From an optimization exercise on the open Yosys and OpenROAD flow, aimed at small area, a short achievable clock period and few clock cycles per item; shortcuts taken in it are not production practice.
The RTL was checked by simulation tests, not by an equivalence proof against the original design.
Power and IR drop assume default switching activity.

==> flow/design.v, too long to show whole: its modules and the start of the top module <==
// module lin_fma32: 176 lines
// module lin_mul24cs: 1158 lines
// module dch_lin: 260 lines
// module lin_lane: 81 lines
module dch_lin (
    input  wire        clk,
    input  wire        rst,          
    input  wire        cfg_we,
    input  wire [4:0]  cfg_addr,
    input  wire [31:0] cfg_wdata,
    input  wire        in_valid,
    output reg         in_ready,
    input  wire [31:0] in_x,
    input  wire [31:0] in_t,
    input  wire [1:0]  in_tag,
    output reg         out_valid,
    output reg  [31:0] out_y,
    output reg  [1:0]  out_tag,
    output reg         out_sat
);
  // ...
==> flow/run.sh <==
#!/bin/bash
# synth_recipe.tcl (not shown) runs the flow's synth.tcl, then flattens the netlist and writes it again
# the make line also repeats each setting of config.mk as NAME=value (left out here)
make -C /OpenROAD-flow-scripts/flow DESIGN_CONFIG=/design/flow/config.mk WORK_HOME=/design/flow/orfs CLKGATE_MAP_FILE= SYNTH_SCRIPT=/design/flow/synth_recipe.tcl finish
==> flow/config.mk <==
export PLATFORM = sky130hd
export DESIGN_NAME = dch_lin
export DESIGN_NICKNAME = dch_lin
export VERILOG_FILES = /design/flow/design.v
export SDC_FILE = /design/flow/constraint.sdc
export NUM_CORES = 4
export LEC_CHECK = 0
export CAP_MARGIN = 20
export CORE_MARGIN = 2
export CORE_UTILIZATION = 50
export PLACE_DENSITY = 0.65
export SLEW_MARGIN = 20
==> flow/constraint.sdc <==
create_clock -name core_clock -period 34.0 [get_ports {clk}]
set_input_delay 6.8000 -clock core_clock [delete_from_list [all_inputs] [get_ports {clk}]]
set_output_delay 6.8000 -clock core_clock [all_outputs]
set_load 0.01 [all_outputs]
==> reports/qor.csv, run 1 <==
metric,value,unit
WS Path Type,register to output pin,
Antenna Violating Nets Remaining,0,
Worst Path Max Fanout,1,
sequential share of cell area,37.4,%
P_int,7760,uW
Slew @ Worst Pin,1360,ps
largest class,multi-input combinational cells,
overflow left after global routing,0,
reg-to-reg startpoint,u_lane1.u_fma.r1_cl[2],
outcome,timing/DRC/antenna clean,
CP arrival,1840,ps
DRT Pass-1 Iters,9,
port buffer count,143,
Layout fillers,29800,
fmax,0.116,GHz
worst vdd ir,61.4,uV
Crit-path slowest cell,clkdlybuf4s50_1,
# hold bufs at CTS,0,
Synth Area in Simple Gates,14.5,%
cell count after synthesis,18200,
Placed Cells,21900,
pin count of the biggest net entering global routing,156,
Placed Area,173000,um^2
Sw Share,39.5,%
Final Instance Area,184000,um^2
Flop pwr share,34.6,%
"most common cell after layout, fill and taps aside",nand2_1,
max incr delay on CP,570,ps
count of non-CTS buffers in the layout,559,
post-detailed-routing wire length,644000,um
"EDFF count, synth",1060,
crit-path cells,clkdlybuf4s50_1,
Testbench counts, summed over its fixed seeds: cycles 28,877, items 8,192.
==> run 2: changes to the inputs <==
==> flow/flow/run.sh (new file) <==
#!/bin/bash
# The standard layout (the standard.sh: standard synthesis, floorplan,
# placement, CTS, routing), with two changes to how it optimises:
#  - the port buffers are sky130_fd_sc_hd__buf_2 (ORFS otherwise picks a
#    delay buffer), and
#  - repair_timing aims for setup slack of 25.5 ns at the design's clock
#    period (the SDC is unchanged), so it works on the worst paths although
#    they already meet timing; TNS_END_PERCENT 0 keeps it to the worst paths.
# make's full output goes to make.log here; ORFS keeps each step's log under orfs/logs.
set -euo pipefail
bash standard.sh \
  "BUFFER_PORTS_ARGS=-buffer_cell sky130_fd_sc_hd__buf_2" \
  SETUP_SLACK_MARGIN=25.5 \
  TNS_END_PERCENT=0 \
  finish > make.log 2>&1
==> flow/standard.sh (new file) <==
#!/bin/bash
# synth_recipe.tcl (not shown) runs the flow's synth.tcl, then flattens the netlist and writes it again
# the make line also repeats each setting of config.mk as NAME=value (left out here)
make -C /OpenROAD-flow-scripts/flow DESIGN_CONFIG=/design/flow/config.mk WORK_HOME=/design/flow/orfs CLKGATE_MAP_FILE= SYNTH_SCRIPT=/design/flow/synth_recipe.tcl "${@:-finish}"
removed: flow/run.sh
==> run 2 against run 1 <==
  * Non-clock buffer count is 5 higher
  * Design area is 0.21% lower
  * Routed wire length is 0.68% lower
  * Critical path depth stayed put
  * Worst setup slack better by 440 ps
  * First-iteration DRC count is 3.4% lower
  * Register-to-register slack better by 270 ps
  * Still clean on timing, DRC and antenna
  * Power is 0.77% higher
==> reports/qor.csv, run 2 <==
metric,value,unit,change
count of cell types in the netlist,136,,unchanged
Die Height,582,um,unchanged
clock share of power,27.5,%,was 26.9%
max incr delay on CP,340,ps,was 570 ps
Mapped Area,167000,um^2,unchanged
Synthesis Warnings,5,,unchanged
share of layout cells above drive strength 1,9.20,%,was 8.41%
Worst Setup SP,out_y[29],,was out_y[22]
DRT Pass-1 Iters,9,,unchanged
cell count after synthesis,18200,,unchanged
Synth top cells by count,"nand2_1 (2,398), dfxtp_1 (1,840), a21oi_1 (1,243)",,unchanged
Worst-path clk slew,60,ps,about the same
Crit-path slowest cell,dfxtp_1,,was clkdlybuf4s50_1
vias in the first global route,133000,,"was 132,000"
CTS buffer count,309,,was 306
Largest register FFs,768,,unchanged
Worst Setup End Kind,output pin,,unchanged
reg-to-reg startpoint,u_lane0.u_fma.r1_cl[2],,was u_lane1.u_fma.r1_cl[2]
drt initial violations,19600,,"was 20,300"
Critical Path RT,27200,ps,about the same
"worst slack, placed",26060,ps,"was 25,800 ps"
Gate power share,38.1,%,was 38.5%
global-route wire length before repair,922000,um,"was 924,000 um"
worst hold path class,register to register,,unchanged
# hold bufs at CTS,0,,unchanged
main area contributors after synthesis,"dfxtp_1 (22%), edfxtp_1 (19%), fa_1 (5.9%), nand2_1 (5.4%), ha_1 (4.6%)",,unchanged
Leak Pwr,0.0745,uW,was 0.0743 uW
RSZ-0062 raised after global routing,false,,unchanged
Slew @ Worst Pin,1390,ps,was 1360 ps
Horiz. Die Dim,582,um,unchanged
Final Net Count,19000,,about the same
CTS tree,done,,unchanged
overflow left after global routing,0,,unchanged
worst vdd ir,72.3,uV,was 61.4 uV
worst skew pair latency,950,ps,was 970 ps
Worst Path Max Fanout,1,,unchanged
pin count of the biggest net entering global routing,141,,was 156
initial antenna violation count,32,,was 41
"Async S/R FF share, synth",0,%,unchanged
Top reg by flops,coef,,unchanged
post-detailed-routing wire length,640000,um,"was 644,000 um"
Ports,144,,unchanged
root buf cell,clkbuf_16,,unchanged
Initial Util,50.1,%,unchanged
top cell type's share of synthesized area,22.1,%,unchanged
"count leader, synth",nand2_1,,unchanged
CTS H-Tree Depth,5,,unchanged
core area,333000,um^2,unchanged
cell type with the largest total area after synthesis,dfxtp_1,,unchanged
Power Dens Cells,70.6,nW/um^2,was 69.9 nW/um^2
post-cts sizing count,0,,unchanged
WP buf/inv,1,,unchanged
"EDFF count, synth",1060,,unchanged
fin. max-slew vios,0,,unchanged
Layout fillers,29900,,"was 29,800"
"CP delay by family, top",flip-flops,,was buffers and inverters
# rows,212,,unchanged
DP HPWL,450000,um,"was 456,000 um"
worst hold start,u_lane0.u_fma.r2_specy[4],,was u_lane0.c1_y[14]
crit share post-route,24.1,%,was 25.4%
Die Area,338000,um^2,unchanged
Antenna Violating Nets Remaining,0,,unchanged
outcome,timing/DRC/antenna clean,,unchanged
CTS Sinks,2900,,unchanged
reg2reg setup slack,25860,ps,"was 25,590 ps"
P_sw,5090,uW,was 5060 uW
fmax,0.122,GHz,was 0.116 GHz
crit-path cells,buf_2,,was clkdlybuf4s50_1
vias per cell,6.37,,about the same
via count,143000,,about the same
number of remaining DRC errors,0,,unchanged
Final Hold Viols,0,,unchanged
P_int,7830,uW,was 7760 uW
Synth Register Bits,2900,,unchanged
syn_area_per_cell,9.18,um^2,unchanged
Layout area overhead,9.80,%,was 10.0%
biggest regs,"coef x768, u_lane0.u_fma.r2_mag x76, u_lane1.u_fma.r2_mag x76",,unchanged
post-DR wirelength/cell,28.5,um,was 28.7 um
final setup skew,87.6,ps,was 71.6 ps
Flop pwr share,34.4,%,was 34.6%
total of max-cap violations,0,,unchanged
"most common cell after layout, fill and taps aside",nand2_1,,unchanged
Period minus WS final,8200,ps,was 8640 ps
# setup viols final,0,,unchanged
total track usage,36.6,%,was 36.8%
Fin Hold WS,285,ps,was 293 ps
clock buffer depth,4,,unchanged
Main synth FF type,dfxtp_1,,unchanged
WS Path Type,register to output pin,,unchanged
Worst slew margin,6.43,%,was 8.17%
port buffer count,143,,unchanged
Post-CTS Setup Repair Bufs,0,,unchanged
setup ws final,25800,ps,"was 25,360 ps"
startpoint class of the critical path,register,,unchanged
GPL Wtd Cong,1.01,,was 1.02
CP arrival,1400,ps,was 1840 ps
post-route setup TNS,0,ps,unchanged
Sw Share,39.4,%,was 39.5%
most frequent cells in the layout,"nand2_1 (2,395), dfxtp_1 (1,824), a21oi_1 (1,201), nor2_1 (1,131), edfxtp_1 (1,060)",,"was nand2_1 (2,395), dfxtp_1 (1,823), a21oi_1 (1,200), nor2_1 (1,129), edfxtp_1 (1,060)"
sequential share of the synthesized area,41.2,%,unchanged
## run 2: cell counts after synthesis
Identical to the previous run, type by type.
## run 2: cell families (layout without fill, tap and decap cells)
group	count (synthesis)	after routing	share of synthesized area, %
simple gates	5372	5372	14.5
compound gates	4879	4879	18.5
flops	2900	2900	41.2
buf+inv	2304	2205	5.33
fa+ha+maj	1115	1115	10.6
xor+xnor	955	955	5.02
mux	646	646	4.91
other cells	1	27	0.00225
## run 2: area by class of cell
cell class	count	area, um^2	share of cell area (%)
clock inverter	151	1840	1.00
antenna	25	62.6	0.0342
multi-input combinational	13000	90200	49.3
clock buffer	418	8810	4.81
timing repair buffer	564	3940	2.15
tap	4387	5490	3.00
sequential	2900	68700	37.5
inverter	1072	4040	2.21
## run 2: per-layer routing
layer	part of all wire [%]	global-route usage, %	vias to the layer above	routed length, um
met4	5.9	18.4	28	37500
met3	11	8.91	1789	73200
met1	40	49.4	68900	256000
met5	0.036	0.156	-	229
li1	-	-	63800	-
met2	43	54.6	8855	273000
## run 2: final timing paths
kind	endpoint	cells past startpoint
worst min register to register	u_lane0.u_fma.r3_specy[4]	0
worst max-delay path	out_y[29]	1
worst min-delay path	u_lane0.u_fma.r3_specy[4]	0
worst max register to register	u_lane0.u_fma.r2_mag[66]	19
## run 2: metrics by stage
step	total power (uW)	cell area, um^2	instances	util (%)
6_report	12900	183000	22500	55.1
5_1_grt	13500	183000	22500	55.0
4_1_cts	12800	183000	22500	55.0
3_3_place_gp	9270	172000	21900	51.8
3_5_place_dp	9250	172000	21900	51.8
2_1_floorplan	7660	167000	18200	-
## run 2: power groups by stage
stage / Combinational (uW) / Sequential (uW) / Clock (uW)
finish: 4930 / 4450 / 3550
CTS: 4800 / 4400 / 3580
global placement: 4780 / 4480 / 0
detailed placement: 4770 / 4470 / 0
floorplan: 3490 / 4170 / 0
global route: 5330 / 4450 / 3720
==> module lin_fma32, before the edit <==
module lin_fma32 (
    input  wire        clk,
    input  wire [31:0] a,
    input  wire [31:0] b,
    input  wire [31:0] c,
    output reg  [31:0] y
);
    localparam [31:0] QNAN = 32'h7FC0_0000;
    wire        sa = a[31], sb = b[31], sc = c[31];
    wire [7:0]  ea = a[30:23], eb = b[30:23], ec = c[30:23];
    wire [22:0] fa = a[22:0], fb = b[22:0], fc = c[22:0];
    wire a_nan  = (ea == 8'hFF) && (fa != 0);
    wire b_nan  = (eb == 8'hFF) && (fb != 0);
    wire c_nan  = (ec == 8'hFF) && (fc != 0);
    wire a_inf  = (ea == 8'hFF) && (fa == 0);
    wire b_inf  = (eb == 8'hFF) && (fb == 0);
    wire c_inf  = (ec == 8'hFF) && (fc == 0);
    wire a_zero = (ea == 0) && (fa == 0);
    wire b_zero = (eb == 0) && (fb == 0);
    wire c_zero = (ec == 0) && (fc == 0);
    wire [23:0] ma = {ea != 0, fa};
    wire [23:0] mb = {eb != 0, fb};
    wire [23:0] mc = {ec != 0, fc};
    wire signed [10:0] xa = (ea == 0) ? 11'sd1 : $signed({3'b000, ea});
    wire signed [10:0] xb = (eb == 0) ? 11'sd1 : $signed({3'b000, eb});
    wire signed [10:0] xc = (ec == 0) ? 11'sd1 : $signed({3'b000, ec});
    wire        sp = sa ^ sb;
    wire [47:0] ps, pc;
    lin_mul24cs u_mul (.a(ma), .b(mb), .s(ps), .c(pc));
    wire signed [10:0] pe = xa + xb - 11'sd300;
    wire signed [10:0] d  = xc - xa - xb + 11'sd150;
    wire        drop_p = (d > 11'sd50) && !c_zero;
    wire signed [10:0] kc = d + 11'sd2;
    reg [4:0] tzc;
    integer q;
    always @* begin
        tzc = 5'd24;
        for (q = 23; q >= 0; q = q - 1)
            if (mc[q]) tzc = q[4:0];
    end
    wire        c_low = !drop_p && (kc < -11'sd23);
    wire [6:0]  cl    = drop_p ? 7'd75 : (kc[6:0] + 7'd23);
    wire        c_st  = !drop_p && (kc < 0) &&
                        (c_low ? (mc != 0) : ({1'b0, tzc} < (6'd0 - kc[5:0])));
    wire signed [10:0] pw_e = drop_p ? (xc - 11'sd200) : pe;
    reg        spec;
    reg [31:0] spec_y;
    always @* begin
        spec   = 1'b1;
        spec_y = QNAN;
        if (a_nan || b_nan || c_nan)
            spec_y = QNAN;
        else if ((a_inf && b_zero) || (b_inf && a_zero))
            spec_y = QNAN;
        else if (a_inf || b_inf) begin
            if (c_inf && (sc != sp)) spec_y = QNAN;
            else                     spec_y = {sp, 8'hFF, 23'd0};
        end else if (c_inf)
            spec_y = c;
        else if (a_zero || b_zero) begin
            if (c_zero) spec_y = {sp & sc, 31'd0};
            else        spec_y = c;
        end else
            spec = 1'b0;
    end
    reg [47:0] r1_ps, r1_pc;
    reg [23:0] r1_mc;
    reg [6:0]  r1_cl;
    reg        r1_clow;
    reg        r1_pst, r1_cst, r1_sp, r1_sc, r1_spec;
    reg [10:0] r1_pwe;
    reg [31:0] r1_specy;
    always @(posedge clk) begin
        r1_ps    <= ps;
        r1_pc    <= pc;
        r1_mc    <= mc;
        r1_cl    <= cl;
        r1_clow  <= c_low;
        r1_pst   <= drop_p;
        r1_cst   <= c_st;
        r1_sp    <= sp;
        r1_sc    <= sc;
        r1_spec  <= spec;
        r1_pwe   <= pw_e;
        r1_specy <= spec_y;
    end
    wire [47:0] prod = r1_ps + r1_pc;
    wire [75:0] pw   = r1_pst ? 76'd0 : {26'd0, prod, 2'b00};
    wire [98:0] cwide = {75'd0, r1_mc} << r1_cl;
    wire [75:0] cw2  = r1_clow ? 76'd0 : cwide[98:23];
    wire        sub   = r1_sp ^ r1_sc;
    wire [76:0] xs = {1'b0, pw} + (sub ? {1'b1, ~cw2} : {1'b0, cw2}) + {76'd0, sub & !r1_cst};
    wire [75:0] xd = cw2 + ~pw + {75'd0, !r1_pst};         
    wire        c_big = sub & xs[76];
    wire [75:0] mag  = c_big ? xd : xs[75:0];
    wire        rsgn = c_big ? r1_sc : r1_sp;
    wire st = r1_pst | r1_cst;
    reg [75:0] r2_mag;
    reg        r2_rsgn, r2_st, r2_spec;
    reg [11:0] r2_en, r2_ssub;
    reg        r2_big;
    reg [31:0] r2_specy;
    always @(posedge clk) begin
        r2_en    <= {r1_pwe[10], r1_pwe} + 12'sd125;      
        r2_ssub  <= -12'sd124 - {r1_pwe[10], r1_pwe};     
        r2_big   <= ($signed(r1_pwe) < -11'sd223);        
        r2_mag   <= mag;
        r2_rsgn  <= rsgn;
        r2_st    <= st;
        r2_spec  <= r1_spec;
        r2_specy <= r1_specy;
    end
    wire [75:0] m3 = r2_mag;
    reg [6:0] lead, tz;
    integer   i;
    always @* begin
        lead = 7'd0;
        for (i = 0; i < 76; i = i + 1)
            if (m3[i]) lead = i[6:0];
        tz = 7'd76;
        for (i = 75; i >= 0; i = i - 1)
            if (m3[i]) tz = i[6:0];
    end
    wire               use_n = ($signed({5'd0, lead}) > $signed(r2_ssub));
    wire [6:0]         s     = use_n ? lead : r2_ssub[6:0];
    wire [99:0]        xw    = {m3, 24'd0};
    wire [99:0]        xcs   = xw >> {s[6:3], 3'd0};
    wire signed [11:0] ebase = use_n ? ($signed({5'd0, lead}) + $signed(r2_en)) : 12'sd1;
    wire [7:0]         tz24  = {1'b0, tz} + 8'd24;
    wire               sb2   = r2_st | (r2_big ? (m3 != 0) :
                                        ((tz24 < {1'b0, lead}) || ($signed({4'd0, tz24}) < $signed(r2_ssub))));
    wire               zero3 = (m3 == 0) && !r2_st;
    reg [31:0] r3_w;
    reg [2:0]  r3_sf;
    reg        r3_sb2, r3_rsgn, r3_spec, r3_zero;
    reg [11:0] r3_ebase;
    reg [31:0] r3_specy;
    always @(posedge clk) begin
        r3_w     <= r2_big ? 32'd0 : xcs[31:0];
        r3_sf    <= s[2:0];
        r3_sb2   <= sb2;
        r3_rsgn  <= r2_rsgn;
        r3_spec  <= r2_spec;
        r3_zero  <= zero3;
        r3_ebase <= ebase;
        r3_specy <= r2_specy;
    end
    wire [31:0] xf = r3_w >> r3_sf;
    wire [23:0] kept = xf[24:1];
    wire        rb   = xf[0];
    wire [24:0] kr = {1'b0, kept} + {24'd0, rb && (r3_sb2 || kept[0])};
    reg  signed [11:0] efin;
    reg  [22:0]        frac;
    always @* begin
        if (kr[24]) begin
            efin = r3_ebase + 12'sd1;
            frac = kr[23:1];
        end else if (kr[23]) begin
            efin = r3_ebase;
            frac = kr[22:0];
        end else begin
            efin = 12'sd0;
            frac = kr[22:0];
        end
    end
    always @* begin
        if (r3_spec)
            y = r3_specy;
        else if (r3_zero)
            y = 32'd0;
        else if (efin >= 12'sd255)
            y = {r3_rsgn, 8'hFF, 23'd0};
        else
            y = {r3_rsgn, efin[7:0], frac};
    end
endmodule
==> run 3: changes to the inputs <==
--- a/flow/design.v
+++ b/flow/design.v
@@ -31,4 +31,6 @@
     wire signed [10:0] d  = xc - xa - xb + 11'sd150;
-    wire        drop_p = (d > 11'sd50) && !c_zero;
-    wire signed [10:0] kc = d + 11'sd2;
+    wire        ab_zero = (a_zero || b_zero) && !(a_nan || b_nan || c_nan || a_inf || b_inf || c_inf);
+    wire        pass_c  = ab_zero && !c_zero;
+    wire        drop_p = (d > 11'sd50) && !c_zero && !pass_c;
+    wire signed [10:0] kc = pass_c ? 11'sd26 : (d + 11'sd2);
     reg [4:0] tzc;
@@ -44,21 +46,20 @@
                         (c_low ? (mc != 0) : ({1'b0, tzc} < (6'd0 - kc[5:0])));
-    wire signed [10:0] pw_e = drop_p ? (xc - 11'sd200) : pe;
+    wire signed [10:0] pw_e = pass_c ? (xc - 11'sd174) : drop_p ? (xc - 11'sd200) : pe;
     reg        spec;
-    reg [31:0] spec_y;
+    reg [2:0]  spec_y;               
     always @* begin
         spec   = 1'b1;
-        spec_y = QNAN;
+        spec_y = 3'b100;
         if (a_nan || b_nan || c_nan)
-            spec_y = QNAN;
+            spec_y = 3'b100;
         else if ((a_inf && b_zero) || (b_inf && a_zero))
-            spec_y = QNAN;
+            spec_y = 3'b100;
         else if (a_inf || b_inf) begin
-            if (c_inf && (sc != sp)) spec_y = QNAN;
-            else                     spec_y = {sp, 8'hFF, 23'd0};
+            if (c_inf && (sc != sp)) spec_y = 3'b100;
+            else                     spec_y = {2'b01, sp};
         end else if (c_inf)
-            spec_y = c;
-        else if (a_zero || b_zero) begin
-            if (c_zero) spec_y = {sp & sc, 31'd0};
-            else        spec_y = c;
-        end else
+            spec_y = {2'b01, sc};
+        else if (ab_zero && c_zero)
+            spec_y = {2'b00, sp & sc};
+        else
             spec = 1'b0;
@@ -71,3 +72,3 @@
     reg [10:0] r1_pwe;
-    reg [31:0] r1_specy;
+    reg [2:0]  r1_specy;
     always @(posedge clk) begin
@@ -101,3 +102,3 @@
     reg        r2_big;
-    reg [31:0] r2_specy;
+    reg [2:0]  r2_specy;
     always @(posedge clk) begin
@@ -136,3 +137,3 @@
     reg [11:0] r3_ebase;
-    reg [31:0] r3_specy;
+    reg [2:0]  r3_specy;
     always @(posedge clk) begin
@@ -167,3 +168,3 @@
         if (r3_spec)
-            y = r3_specy;
+            y = r3_specy[2] ? QNAN : {r3_specy[0], {8{r3_specy[1]}}, 23'd0};
         else if (r3_zero)
==> flow/run.sh (new file) <==
#!/bin/bash
# synth_recipe.tcl (not shown) runs the flow's synth.tcl, then flattens the netlist and writes it again
# the make line also repeats each setting of config.mk as NAME=value (left out here)
make -C /OpenROAD-flow-scripts/flow DESIGN_CONFIG=/design/flow/config.mk WORK_HOME=/design/flow/orfs CLKGATE_MAP_FILE= SYNTH_SCRIPT=/design/flow/synth_recipe.tcl finish
--- a/flow/config.mk
+++ b/flow/config.mk
@@ -10,2 +10,4 @@
 export CORE_UTILIZATION = 50
+export CTS_CLUSTER_DIAMETER = 180
+export CTS_CLUSTER_SIZE = 24
 export PLACE_DENSITY = 0.65
removed: flow/flow/run.sh
removed: flow/standard.sh
==> run 3 against run 2 <==
  * Synthesized cell count increased by 3.1%
  * Core utilization decreased by 1.5 points
  * Clock skew grew 51 ps
  * Register-to-register slack worse by 520 ps
  * Via count grew 3.7%
  * Critical path depth is 26 higher
  * Power shrank 11%
  * Hold slack about the same
  * Sequential share of layout area decreased by 0.67 points
  * Die area down 0.14%
  * Sequential cell count shrank 174
  * Routed wire length up 6.9%
  * Largest power group unchanged
==> reports/qor.csv, run 3 <==
metric,value,unit,change
Synthesis Warnings,5,,unchanged
core area,331000,um^2,"was 333,000 um^2"
Mapped Area,167000,um^2,about the same
pin count of the biggest net entering global routing,174,,was 141
main area contributors after synthesis,"dfxtp_1 (20%), edfxtp_1 (19%), fa_1 (5.9%), nand2_1 (5.3%), ha_1 (4.6%)",,"was dfxtp_1 (22%), edfxtp_1 (19%), fa_1 (5.9%), nand2_1 (5.4%), ha_1 (4.6%)"
Worst path most repeated cell,a21o_1,,
RSZ-0062 raised after global routing,false,,unchanged
CTS tree,done,,unchanged
# rows,211,,was 212
Die Area,338000,um^2,about the same
fmax,0.115,GHz,was 0.122 GHz
max incr delay on CP,920,ps,was 340 ps
syn_area_per_cell,8.89,um^2,was 9.18 um^2
post-detailed-routing wire length,684000,um,"was 640,000 um"
Crit-path slowest cell,xor2_1,,was dfxtp_1
# setup viols final,0,,unchanged
Largest register FFs,768,,unchanged
port buffer count,143,,unchanged
Most Crowded Layer GR,met2,,unchanged
# hold bufs at CTS,0,,unchanged
Main synth FF type,dfxtp_1,,unchanged
CTS buffer count,136,,was 309
Slew @ Worst Pin,1440,ps,was 1390 ps
Final Hold Viols,0,,unchanged
worst vdd ir,60.6,uV,was 72.3 uV
Ports,144,,unchanged
Post-CTS Setup Repair Bufs,0,,unchanged
final setup skew,138,ps,was 87.6 ps
vias in the first global route,135000,,"was 133,000"
Die Height,581,um,was 582 um
worst skew pair latency,960,ps,was 950 ps
Initial Util,50.3,%,was 50.1%
"count leader, synth",nand2_1,,unchanged
total track usage,39.0,%,was 36.6%
sequential share of the synthesized area,39.1,%,was 41.2%
Worst slew margin,3.31,%,was 6.43%
WS Path Type,register to register,,was register to output pin
DP HPWL,490000,um,"was 450,000 um"
Worst Setup End Kind,register,,was output pin
clock buffer depth,4,,unchanged
Critical Path RT,34770,ps,"was 27,200 ps"
Synth top cells by count,"nand2_1 (2,364), dfxtp_1 (1,666), a21oi_1 (1,496)",,"was nand2_1 (2,398), dfxtp_1 (1,840), a21oi_1 (1,243)"
Leak Pwr,0.0704,uW,was 0.0745 uW
post-route setup TNS,0,ps,unchanged
most frequent cells in the layout,"nand2_1 (2,359), dfxtp_1 (1,645), a21oi_1 (1,485), o21ai_0 (1,439), nor2_1 (1,193)",,"was nand2_1 (2,395), dfxtp_1 (1,824), a21oi_1 (1,201), nor2_1 (1,131), edfxtp_1 (1,060)"
post-cts sizing count,0,,unchanged
Period minus WS final,8660,ps,was 8200 ps
share of layout cells above drive strength 1,6.55,%,was 9.20%
Synth Register Bits,2726,,"was 2,900"
outcome,timing/DRC/antenna clean,,unchanged
Layout area overhead,6.29,%,was 9.80%
CP arrival,9430,ps,was 1400 ps
biggest regs,"coef x768, u_lane0.u_fma.r2_mag x76, u_lane1.u_fma.r2_mag x76",,unchanged
global-route wire length before repair,976000,um,"was 922,000 um"
Final Net Count,19300,,"was 19,000"
fin. max-slew vios,0,,unchanged
"most common cell after layout, fill and taps aside",nand2_1,,unchanged
overflow left after global routing,0,,unchanged
met2 Use GR,58.1,%,was 54.6%
drt initial violations,21900,,"was 19,600"
initial antenna violation count,67,,was 32
Antenna Violating Nets Remaining,0,,unchanged
M3 GR Usage,9.00,%,was 8.91%
startpoint class of the critical path,register,,unchanged
GPL Wtd Cong,1.03,,was 1.01
via count,149000,,"was 143,000"
cell count after synthesis,18700,,"was 18,200"
CTS H-Tree Depth,4,,was 5
count of cell types in the netlist,111,,was 136
DRT Pass-1 Iters,11,,was 9
root buf cell,clkbuf_16,,unchanged
cell type with the largest total area after synthesis,dfxtp_1,,unchanged
crit share post-route,25.5,%,was 24.1%
top cell type's share of synthesized area,20.0,%,was 22.1%
post-DR wirelength/cell,30.3,um,was 28.5 um
Horiz. Die Dim,581,um,was 582 um
vias per cell,6.58,,was 6.37
"Async S/R FF share, synth",0,%,unchanged
Power Dens Cells,65.2,nW/um^2,was 70.6 nW/um^2
Worst-path clk slew,100,ps,was 60 ps
WP buf/inv,2,,was 1
"CP delay by family, top",compound AO/OA/AOI/OAI gates,,was flip-flops
"EDFF count, synth",1060,,unchanged
Worst Path Max Fanout,69,,was 1
Design Power,11500,uW,"was 12,900 uW"
worst hold path class,register to register,,unchanged
total of max-cap violations,0,,unchanged
number of remaining DRC errors,0,,unchanged
Top reg by flops,coef,,unchanged
CTS Sinks,2726,,"was 2,900"
met1 Resource Use GR,51.6,%,was 49.4%
run 3: path summary, 6_finish.rpt:
check                     startpoint                       end  slack (ps)  depth (start not counted)
max          u_lane0.u_fma.r1_ps[14]  u_lane0.u_fma.r2_mag[74]       25340                         27
min                 u_lane0.c2_x[25]          u_lane0.c3_x[25]         280                          0
max reg2reg  u_lane0.u_fma.r1_ps[14]  u_lane0.u_fma.r2_mag[74]       25340                         27
min reg2reg         u_lane0.c2_x[25]          u_lane0.c3_x[25]         280                          0
run 3: report_power, final:
part | switching, uW | internal [uW] | total, uW
Sequential | 582 | 3700 | 4280
Clock | 1100 | 774 | 1880
Combinational | 3440 | 1930 | 5370
run 3: worst register-to-register path: stages, from the launching register on:
cell,delay [ps]
dfxtp_1,310
ha_1,350
a21o_1,190
a2111oi_0,690
a221o_1,290
a21o_1,170
a31oi_1,150
a21o_1,220
o41ai_1,890
o211ai_1,300
a21o_1,240
a21oi_1,260
o21ai_1,160
xor2_1,920
nor2b_1,250
ha_1,290
and3_1,210
a221o_1,320
a211oi_1,270
o21bai_1,130
o211ai_1,180
buf_4,220
nand2_2,60
buf_4,340
or3_1,460
or4_1,470
nand2_1,80
xor2_1,150
run 3: metal layers:
metal	up-vias	wire length, um
li1	65700	-
met1	71600	265000
met2	9366	291000
met3	1889	76300
met4	30	51200
met5	-	200
run 3: logic make-up after synthesis:
| kind of cell | count (synthesis) | share of synthesized area (%) |
|---|---|---|
| adders and majority gates | 1120 | 10.6 |
| other | 1 | 0.00225 |
| xor gates and xnor gates | 715 | 3.76 |
| and+or+nand+nor | 5347 | 14.3 |
| DFF | 2726 | 39.1 |
| AOI/OAI and AO/OA | 5645 | 21.3 |
| buffers and inverters | 2497 | 5.74 |
| muxes | 678 | 5.13 |
run 3: layout make-up:
cell class                 instances  area [um^2]
sequential                      2726        65200
multi-input combinational      13500        93200
fill                           30300       154000
antenna                           75          188
inverter                        1078         4060
timing repair buffer             601         4910
tap                             4366         5460
clock buffer                     212         3710
clock inverter                    14          238
run 3: metrics by stage:
stage	cell area (um^2)	hold WS [ps]	utilization (%)	setup WS, ps	std cells
global route	177000	290	53.5	25080	22600
finish	177000	285	53.5	25340	22600
detailed placement	173000	312	52.2	25610	22300
CTS	177000	281	53.4	25330	22500
global placement	173000	310	52.2	25720	22300
floorplan	167000	310	-	26440	18700
Testbench counts of run 3, summed over its fixed seeds: cycles 28,877, items 8,192.
==> run 4: changes to the inputs <==
==> flow/flow/run.sh (new file) <==
#!/bin/bash
# The standard layout (the standard.sh: standard synthesis, floorplan,
# placement, CTS, routing), with one change: the port buffers that ORFS puts
# on every input and output are sky130_fd_sc_hd__buf_2 (ORFS otherwise picks
# the delay buffer clkdlybuf4s50_1). make's full output goes to make.log
# here; ORFS keeps each step's own log under orfs/logs.
set -euo pipefail
bash standard.sh "BUFFER_PORTS_ARGS=-buffer_cell sky130_fd_sc_hd__buf_2" finish > make.log 2>&1
==> flow/standard.sh (new file) <==
#!/bin/bash
# synth_recipe.tcl (not shown) runs the flow's synth.tcl, then flattens the netlist and writes it again
# the make line also repeats each setting of config.mk as NAME=value (left out here)
make -C /OpenROAD-flow-scripts/flow DESIGN_CONFIG=/design/flow/config.mk WORK_HOME=/design/flow/orfs CLKGATE_MAP_FILE= SYNTH_SCRIPT=/design/flow/synth_recipe.tcl "${@:-finish}"
removed: flow/run.sh
==> run 4 against run 3 <==
  * Now fails the layout checks on max-capacitance violations
  * Synthesized cell count did not move
  * Combinational power fell by 3%
  * Routed wire length fell by 1.6%
  * Via count rose by 0.11%
  * Largest cell class unchanged
  * Largest power group unchanged
  * Critical endpoint is now u_lane1.u_fma.r1_pwe[7]
  * Power fell by 1.2%
==> reports/qor.csv, run 4 <==
metric,value,unit,change
Flop pwr share,37.6,%,was 37.1%
# rows,211,,unchanged
Failed Checks,max-capacitance violations,,
most frequent cells in the layout,"nand2_1 (2,360), dfxtp_1 (1,647), a21oi_1 (1,485), o21ai_0 (1,440), nor2_1 (1,193)",,"was nand2_1 (2,359), dfxtp_1 (1,645), a21oi_1 (1,485), o21ai_0 (1,439), nor2_1 (1,193)"
worst vdd ir,57.6,uV,was 60.6 uV
Synth Register Bits,2726,,unchanged
count of cell types in the netlist,111,,unchanged
top cell type's share of synthesized area,20.0,%,unchanged
port buffer count,143,,unchanged
drt initial violations,22600,,"was 21,900"
via count,149000,,about the same
sequential share of the synthesized area,39.1,%,unchanged
worst skew pair latency,930,ps,was 960 ps
Finished Layout Cells,22600,,about the same
Antenna Violating Nets Remaining,0,,unchanged
Worst path most repeated cell,inv_1,,was a21o_1
"Async S/R FF share, synth",0,%,unchanged
worst hold start,u_lane1.c2_x[27],,was u_lane0.c2_x[25]
Fin Hold WS,309,ps,was 285 ps
Synthesis Warnings,5,,unchanged
Die Height,581,um,unchanged
overflow left after global routing,0,,unchanged
Sw Share,43.8,%,was 44.4%
worst r2r dst,u_lane1.u_fma.r1_pwe[7],,was u_lane0.u_fma.r2_mag[74]
reg2reg setup slack,25730,ps,"was 25,340 ps"
vias in the first global route,135000,,about the same
P_int,6400,uW,was 6410 uW
startpoint class of the critical path,register,,unchanged
Final Hold Viols,0,,unchanged
Critical Path RT,34790,ps,"was 34,770 ps"
Largest register FFs,768,,unchanged
P_sw,4990,uW,was 5120 uW
fin util,53.3,%,was 53.5%
number of remaining DRC errors,0,,unchanged
post-DR wirelength/cell,29.8,um,was 30.3 um
Ports,144,,unchanged
Reg2Reg Depth,27,,unchanged
max incr delay on CP,750,ps,was 920 ps
global-route wire length before repair,961000,um,"was 976,000 um"
met1 Resource Use GR,50.5,%,was 51.6%
total track usage,38.3,%,was 39.0%
"most common cell after layout, fill and taps aside",nand2_1,,unchanged
met2 Use GR,56.6,%,was 58.1%
biggest regs,"coef x768, u_lane0.u_fma.r2_mag x76, u_lane1.u_fma.r2_mag x76",,unchanged
post-detailed-routing wire length,673000,um,"was 684,000 um"
Layout area overhead,5.82,%,was 6.29%
core area,331000,um^2,unchanged
worst hold path class,register to register,,unchanged
post-route setup TNS,0,ps,unchanged
main area contributors after synthesis,"dfxtp_1 (20%), edfxtp_1 (19%), fa_1 (5.9%), nand2_1 (5.3%), ha_1 (4.6%)",,unchanged
pin count of the biggest net entering global routing,113,,was 174
Period minus WS final,8270,ps,was 8660 ps
root buf cell,clkbuf_16,,unchanged
hold endpoint,u_lane1.c3_x[27],,was u_lane0.c3_x[25]
M3 GR Usage,9.19,%,was 9.00%
CTS buffer count,137,,was 136
Power Dens Cells,64.7,nW/um^2,was 65.2 nW/um^2
crit share post-route,24.3,%,was 25.5%
Most Crowded Layer GR,met2,,unchanged
CP arrival,9060,ps,was 9430 ps
RSZ-0062 raised after global routing,false,,unchanged
Post-CTS Setup Repair Bufs,0,,unchanged
Synth top cells by count,"nand2_1 (2,364), dfxtp_1 (1,666), a21oi_1 (1,496)",,unchanged
cell type with the largest total area after synthesis,dfxtp_1,,unchanged
fin. max-slew vios,13,,was 0
Slew @ Worst Pin,1540,ps,was 1440 ps
share of layout cells above drive strength 1,7.22,%,was 6.55%
Main synth FF type,dfxtp_1,,unchanged
total of max-cap violations,1,,was 0
DRT Pass-1 Iters,8,,was 11
outcome,finished with violations,,was timing/DRC/antenna clean
Crit-path slowest cell,dfxtp_4,,was xor2_1
CTS H-Tree Depth,4,,unchanged
CTS tree,done,,unchanged
CTS Sinks,2726,,unchanged
GPL Wtd Cong,1.05,,was 1.03
Top reg by flops,coef,,unchanged
Horiz. Die Dim,581,um,unchanged
# hold bufs at CTS,0,,unchanged
Worst Setup End Kind,register,,unchanged
Worst Path Max Fanout,45,,was 69
reg-to-reg startpoint,r_k[3],,was u_lane0.u_fma.r1_ps[14]
Initial Util,50.3,%,unchanged
clock share of power,16.6,%,was 16.3%
fmax,0.121,GHz,was 0.115 GHz
Mapped Area,167000,um^2,unchanged
# setup viols final,0,,unchanged
clock buffer depth,4,,unchanged
vias per cell,6.59,,was 6.58
initial antenna violation count,75,,was 67
"count leader, synth",nand2_1,,unchanged
Worst slew margin,-2.97,%,was 3.31%
Gate power share,45.8,%,was 46.6%
"EDFF count, synth",1060,,unchanged
WS Path Type,register to register,,unchanged
final setup skew,88.1,ps,was 138 ps
hold depth,0,,unchanged
Worst-path clk slew,100,ps,about the same
post-cts sizing count,0,,unchanged
Die Area,338000,um^2,unchanged
Final Net Count,19300,,about the same
cell count after synthesis,18700,,unchanged
syn_area_per_cell,8.89,um^2,unchanged
DP HPWL,479000,um,"was 490,000 um"
Leak Pwr,0.0704,uW,about the same
Placed Cells,22300,,about the same
[run 4: how the worst max path moves through the flow]
stage	startpoint	endpoint	slack, ps
global route	u_lane0.u_fma.r1_cl[0]	u_lane0.u_fma.r2_mag[74]	25360
global placement	u_lane1.u_fma.r1_cl[0]	u_lane1.u_fma.r2_mag[13]	25710
finish	r_k[3]	u_lane1.u_fma.r1_pwe[7]	25730
CTS	u_lane1.u_fma.r1_cl[0]	u_lane1.u_fma.r2_mag[13]	25610
floorplan	rst	cval[21]	26440
detailed placement	u_lane1.u_fma.r1_cl[0]	u_lane1.u_fma.r2_mag[13]	25650
[run 4: per-stage QoR]
stage	area, um^2	total power, uW	worst slack, ps
2_1_floorplan	167000	7530	26440
3_3_place_gp	172000	9410	25710
3_5_place_dp	172000	9380	25650
4_1_cts	176000	11300	25610
5_1_grt	176000	11900	25360
6_report	176000	11400	25730
[run 4: critical path, delay by kind of cell, from the launching register on]
| family | cells | cell delay (ps) |
|---|---|---|
| adders and majority gates | 5 | 1410 |
| buffers and inverters | 6 | 1590 |
| DFF | 1 | 750 |
| and+or+nand+nor | 9 | 2630 |
| AOI/OAI and AO/OA | 6 | 1490 |
| xor gates and xnor gates | 1 | 160 |
[run 4: cells by family after synthesis]
| logic type | Yosys count | synth area share (%) |
|---|---|---|
| buffers and inverters | 2497 | 5.74 |
| DFF | 2726 | 39.1 |
| AOI/OAI and AO/OA | 5645 | 21.3 |
| adders and majority gates | 1120 | 10.6 |
| muxes | 678 | 5.13 |
| other | 1 | 0.00225 |
| xor gates and xnor gates | 715 | 3.76 |
| and+or+nand+nor | 5347 | 14.3 |
[run 4: power by group through the flow]
stage | Clock, uW | Combinational, uW | Sequential, uW
CTS | 1920 | 5100 | 4240
finish | 1890 | 5220 | 4280
global placement | 0 | 5100 | 4310
detailed placement | 0 | 5070 | 4310
global route | 2020 | 5600 | 4280
floorplan | 0 | 3580 | 3950
[run 4: cell type report]
type                       count  area [um^2]
tap                         4366         5460
antenna                       87          218
clock inverter                10          150
multi-input combinational  13500        93200
sequential                  2726        65200
inverter                    1078         4060
clock buffer                 221         3840
fill                       30400       155000
timing repair buffer         589         4100
[run 4: per-layer routing]
| layer | up-vias | share of wire [%] |
|---|---|---|
| li1 | 65700 | - |
| met4 | 32 | 7.7 |
| met3 | 1988 | 12 |
| met5 | - | 0.040 |
| met2 | 9612 | 42 |
| met1 | 71400 | 38 |
==> module lin_lane, before the edit <==
module lin_lane (
    input  wire        clk,
    input  wire        rst,
    input  wire [5:0]  r_k,
    input  wire        r_wbt,
    input  wire        r_wby,
    input  wire [31:0] r_ca,
    input  wire [31:0] r_cc,
    input  wire        c3_last,
    input  wire        sel_new,       
    input  wire        new_v,
    input  wire [31:0] new_x,
    input  wire [31:0] new_t,
    input  wire [1:0]  new_tag,
    output reg  [31:0] res,           
    output reg         fin,           
    output reg  [1:0]  ftag
);
    localparam [31:0] ONE = 32'h3F80_0000;
    localparam K_TSUB = 0, K_XF = 1, K_XN = 2, K_TOP = 3, K_TOPC = 4, K_PASS = 5;
    reg        r_v, c1_v, c2_v, c3_v;
    reg [31:0] r_x, c1_x, c2_x, c3_x;
    reg [31:0] r_t, c1_t, c2_t, c3_t;
    reg [31:0] r_y, c1_y, c2_y, c3_y;
    reg [1:0]  r_tag, c1_tag, c2_tag, c3_tag;
    reg  [31:0] fa, fb, fc;
    wire [31:0] fy;
    lin_fma32 u_fma (.clk(clk), .a(fa), .b(fb), .c(fc), .y(fy));
    always @* begin
        fa = r_ca;
        if (r_k[K_TSUB])                        fa = r_t;
        else if (r_k[K_XN] || (r_k[K_TOPC] && r_wby)) fa = res;
        else if (r_k[K_TOP] || r_k[K_TOPC])     fa = r_y;
        fb = r_x;
        if (r_k[K_TSUB] || r_k[K_PASS])         fb = ONE;
        else if (r_k[K_TOPC] && r_wbt)          fb = res;
        else if (r_k[K_TOP] || r_k[K_TOPC])     fb = r_t;
        fc = r_k[K_TOP] ? res : r_cc;
    end
    always @(posedge clk) begin
        c1_x   <= r_x;
        c1_t   <= r_wbt ? res : r_t;
        c1_y   <= r_wby ? res : (r_k[K_TSUB] ? r_ca : r_y);
        c1_tag <= r_tag;
        c2_x   <= c1_x;
        c2_t   <= c1_t;
        c2_y   <= c1_y;
        c2_tag <= c1_tag;
        c3_x   <= c2_x;
        c3_t   <= c2_t;
        c3_y   <= c2_y;
        c3_tag <= c2_tag;
        res    <= fy;
        ftag   <= c3_tag;
        if (sel_new) begin
            r_x   <= new_x;
            r_t   <= new_t;
            r_tag <= new_tag;
        end else begin
            r_x   <= c3_x;
            r_t   <= c3_t;
            r_y   <= c3_y;
            r_tag <= c3_tag;
        end
    end
    always @(posedge clk) begin
        if (rst) begin
            r_v  <= 1'b0;
            c1_v <= 1'b0;
            c2_v <= 1'b0;
            c3_v <= 1'b0;
            fin  <= 1'b0;
        end else begin
            c1_v <= r_v;
            c2_v <= c1_v;
            c3_v <= c2_v;
            r_v  <= sel_new ? new_v : c3_v;
            fin  <= c3_v && c3_last;
        end
    end
endmodule
==> run 5: changes to the inputs <==
--- a/flow/design.v
+++ b/flow/design.v
@@ -1649,2 +1649,3 @@
         ftag   <= c3_tag;
+        r_y <= c3_y;
         if (sel_new) begin
@@ -1656,3 +1657,2 @@
             r_t   <= c3_t;
-            r_y   <= c3_y;
             r_tag <= c3_tag;
--- a/flow/config.mk
+++ b/flow/config.mk
@@ -9,6 +9,4 @@
 export CORE_MARGIN = 2
-export CORE_UTILIZATION = 50
-export CTS_CLUSTER_DIAMETER = 180
-export CTS_CLUSTER_SIZE = 24
-export PLACE_DENSITY = 0.65
+export CORE_UTILIZATION = 55
+export PLACE_DENSITY = 0.7
 export SLEW_MARGIN = 20
==> run 5 against run 4 <==
  * Now clean on timing, DRC and antenna
  * Sequential cell count is the same
  * Synthesized cell count shrank 5.1%
  * Clock skew shrank 13 ps
  * Sequential power shrank 0.9%
  * Global-route usage grew 3.4 points
  * Critical path type is now register to output pin
  * Largest cell class unchanged
  * Largest power group unchanged
==> reports/qor.csv, run 5 <==
metric,value,unit,change
outcome,timing/DRC/antenna clean,,was finished with violations
vias per cell,6.53,,was 6.59
"EDFF count, synth",996,,"was 1,060"
Main synth FF type,dfxtp_1,,unchanged
Fin Hold WS,301,ps,was 309 ps
overflow left after global routing,0,,unchanged
Worst-path clk slew,60,ps,was 100 ps
Worst Path Max Fanout,1,,was 45
CTS Sinks,2726,,unchanged
count of cell types in the netlist,98,,was 111
crit-path cells,buf_2,,
DRT Pass-1 Iters,12,,was 8
vias in the first global route,131000,,"was 135,000"
"most common cell after layout, fill and taps aside",nand2_1,,unchanged
Power Dens Cells,72.6,nW/um^2,was 64.7 nW/um^2
post-DR wirelength/cell,29.7,um,was 29.8 um
# rows,199,,was 211
RSZ-0062 raised after global routing,false,,unchanged
Design Power,12900,uW,"was 11,400 uW"
Worst Setup End Kind,output pin,,was register
WP buf/inv,1,,was 6
sequential share of the synthesized area,39.9,%,was 39.1%
root buf cell,clkbuf_16,,unchanged
post-route setup TNS,0,ps,unchanged
Mapped Area,162000,um^2,"was 167,000 um^2"
total of max-cap violations,0,,was 1
# hold bufs at CTS,0,,unchanged
core area,293000,um^2,"was 331,000 um^2"
# setup viols final,0,,unchanged
setup ws final,25610,ps,"was 25,730 ps"
Synthesis Warnings,5,,unchanged
max incr delay on CP,490,ps,was 750 ps
Crit-path slowest cell,dfxtp_1,,was dfxtp_4
crit share post-route,24.7,%,was 24.3%
Largest register FFs,768,,unchanged
worst skew pair latency,960,ps,was 930 ps
number of remaining DRC errors,0,,unchanged
initial antenna violation count,75,,unchanged
fmax,0.119,GHz,was 0.121 GHz
WS Path Type,register to output pin,,was register to register
Worst slew margin,14.9,%,was -2.97%
port buffer count,143,,unchanged
Horiz. Die Dim,546,um,was 581 um
Top reg by flops,coef,,unchanged
DP HPWL,460000,um,"was 479,000 um"
Initial Util,55.1,%,was 50.3%
Period minus WS final,8390,ps,was 8270 ps
worst hold path class,register to register,,unchanged
pin count of the biggest net entering global routing,168,,was 113
Finished Layout Cells,21700,,"was 22,600"
Placed Cells,21100,,"was 22,300"
Synth Register Bits,2726,,unchanged
Post-CTS Setup Repair Bufs,0,,unchanged
startpoint class of the critical path,register,,unchanged
CTS H-Tree Depth,5,,was 4
syn_area_per_cell,9.10,um^2,was 8.89 um^2
"count leader, synth",nand2_1,,unchanged
biggest regs,"coef x768, u_lane0.u_fma.r2_mag x76, u_lane1.u_fma.r2_mag x76",,unchanged
Leak Pwr,0.0719,uW,was 0.0704 uW
most frequent cells in the layout,"nand2_1 (2,296), dfxtp_1 (1,713), nor2_1 (1,291), a21oi_1 (1,088), o21ai_0 (1,034)",,"was nand2_1 (2,360), dfxtp_1 (1,647), a21oi_1 (1,485), o21ai_0 (1,440), nor2_1 (1,193)"
cell count after synthesis,17800,,"was 18,700"
Critical Path RT,27200,ps,"was 34,790 ps"
global-route wire length before repair,918000,um,"was 961,000 um"
top cell type's share of synthesized area,21.4,%,was 20.0%
cell type with the largest total area after synthesis,dfxtp_1,,unchanged
CP arrival,1590,ps,was 9060 ps
CTS buffer count,291,,was 137
"Async S/R FF share, synth",0,%,unchanged
Final Hold Viols,0,,unchanged
CTS tree,done,,unchanged
main area contributors after synthesis,"dfxtp_1 (21%), edfxtp_1 (18%), fa_1 (6.1%), nand2_1 (5.3%), ha_1 (4.8%)",,"was dfxtp_1 (20%), edfxtp_1 (19%), fa_1 (5.9%), nand2_1 (5.3%), ha_1 (4.6%)"
Layout area overhead,9.71,%,was 5.82%
Antenna Violating Nets Remaining,0,,unchanged
Final Net Count,18700,,"was 19,300"
worst vdd ir,136,uV,was 57.6 uV
Slew @ Worst Pin,1240,ps,was 1540 ps
Synth top cells by count,"nand2_1 (2,302), dfxtp_1 (1,730), nor2_1 (1,328)",,"was nand2_1 (2,364), dfxtp_1 (1,666), a21oi_1 (1,496)"
"worst slack, placed",25930,ps,"was 25,650 ps"
"CP delay by family, top",flip-flops,,was simple AND/OR/NAND/NOR gates
Ports,144,,unchanged
fin. max-slew vios,0,,was 13
via count,142000,,"was 149,000"
share of layout cells above drive strength 1,9.25,%,was 7.22%
clock buffer depth,4,,unchanged
Die Height,546,um,was 581 um
total track usage,41.7,%,was 38.3%
drt initial violations,20600,,"was 22,600"
final setup skew,74.9,ps,was 88.1 ps
post-cts sizing count,0,,unchanged
post-detailed-routing wire length,644000,um,"was 673,000 um"
GPL Wtd Cong,1.06,,was 1.05
Die Area,298000,um^2,"was 338,000 um^2"
[run 5: changes by cell type after synthesis, sizes merged, moves of 63 or more]
cell,before,now
a21oi,1498,1099
a22oi,113,207
a31oi,209,99
clkbuf,1182,975
dfxtp,1666,1730
edfxtp,1060,996
nand2,2365,2302
nor2,1231,1329
o21ai,1462,1044
o221ai,282,87
o31ai,105,170
xnor2,495,735
[run 5: logic make-up (layout without fill, tap and decap cells)]
logic type / Yosys count / count (layout) / share of synthesized area, %
other cells: 1 / 72 / 0.00232
xor+xnor: 997 / 997 / 5.40
compound gates: 4592 / 4592 / 18.0
mux: 729 / 729 / 5.56
simple gates: 5421 / 5421 / 15.0
buf+inv: 2180 / 2125 / 5.11
fa+ha+maj: 1120 / 1120 / 10.9
flops: 2726 / 2726 / 39.9
[run 5: final cells by class]
class,count,area [um^2]
multi-input cells,12900,89900
clock buffers,404,8460
diodes,70,175
flip-flops and latches,2726,64600
repair buffers,562,3890
inverters,1025,3860
fillers,25200,116000
clock inverters,134,1610
well taps,3919,4900
[run 5: report_power, final]
part           internal [uW]  switching [uW]  leakage [uW]
Combinational           1950            3370        0.0436
Clock                   1910            1410       0.00490
Sequential              3710             528        0.0234
[run 5: final timing paths]
path	startpoint	to	slack, ps	cells past startpoint
setup reg to reg	r_k[3]	u_lane1.u_fma.r1_pc[27]	25710	22
setup / recovery	out_y[13]	out_y[13]	25610	1
hold / removal	u_lane0.u_fma.r2_specy[1]	u_lane0.u_fma.r3_specy[1]	300	0
hold reg to reg	u_lane0.u_fma.r2_specy[1]	u_lane0.u_fma.r3_specy[1]	300	0
[run 5: per-stage QoR]
stage          instance area [um^2]  utilization (%)
6_report                     177000             60.5
5_1_grt                      177000             60.4
4_1_cts                      177000             60.4
3_5_place_dp                 167000             57.0
3_3_place_gp                 167000             56.9
2_1_floorplan                162000                -
[run 5: layer usage]
metal | track usage (%) | part of all wire [%] | vias up
met5 | 0.545 | 0.15 | -
met4 | 24.5 | 7.0 | 46
met3 | 15.5 | 14 | 2124
met2 | 58.2 | 40 | 9529
met1 | 54.9 | 38 | 67600
li1 | - | - | 62400
Testbench counts of run 5, summed over its fixed seeds: cycles 28,877, items 8,192.

-- afterwards: timing with drivers on the ports --
Ports are ideal in the flow. The routed layouts listed here were re-timed in OpenROAD. Step 1: set_driving_cell puts a clkbuf_16 on clk and a buf_2 on each other input, an assumption about the parent block. Step 2 moves the port delays by t, midway between the first and last clock arrival at a register: inputs arrive t later, outputs are due t later. That takes back most of the time a late clock gives input paths. Slacks: no drivers / after step 1 / after step 2; pairs: no drivers / after step 1.
| run | shift t [ns] | setup slack, ns | worst hold slack (ns) | latest minus earliest clock arrival (ns) | worst data-port slew with drivers (ns) |
|---|---|---|---|---|---|
| run 1 | 1.046 | 25.360 / 25.250 / 25.587 | 0.293 / 0.293 / 0.293 | 0.082 / 0.082 | 0.09 |
| run 2 | 1.014 | 25.800 / 25.691 / 25.859 | 0.285 / 0.285 / 0.285 | 0.097 / 0.098 | 0.16 |
| run 3 | 1.008 | 25.341 / 25.261 / 25.341 | 0.285 / 0.285 / 0.285 | 0.141 / 0.141 | 0.12 |
| run 4 | 1.008 | 25.728 / 25.695 / 25.728 | 0.309 / 0.309 / 0.309 | 0.091 / 0.091 | 0.33 |
| run 5 | 1.043 | 25.607 / 25.488 / 25.712 | 0.301 / 0.301 / 0.301 | 0.080 / 0.079 | 0.39 |
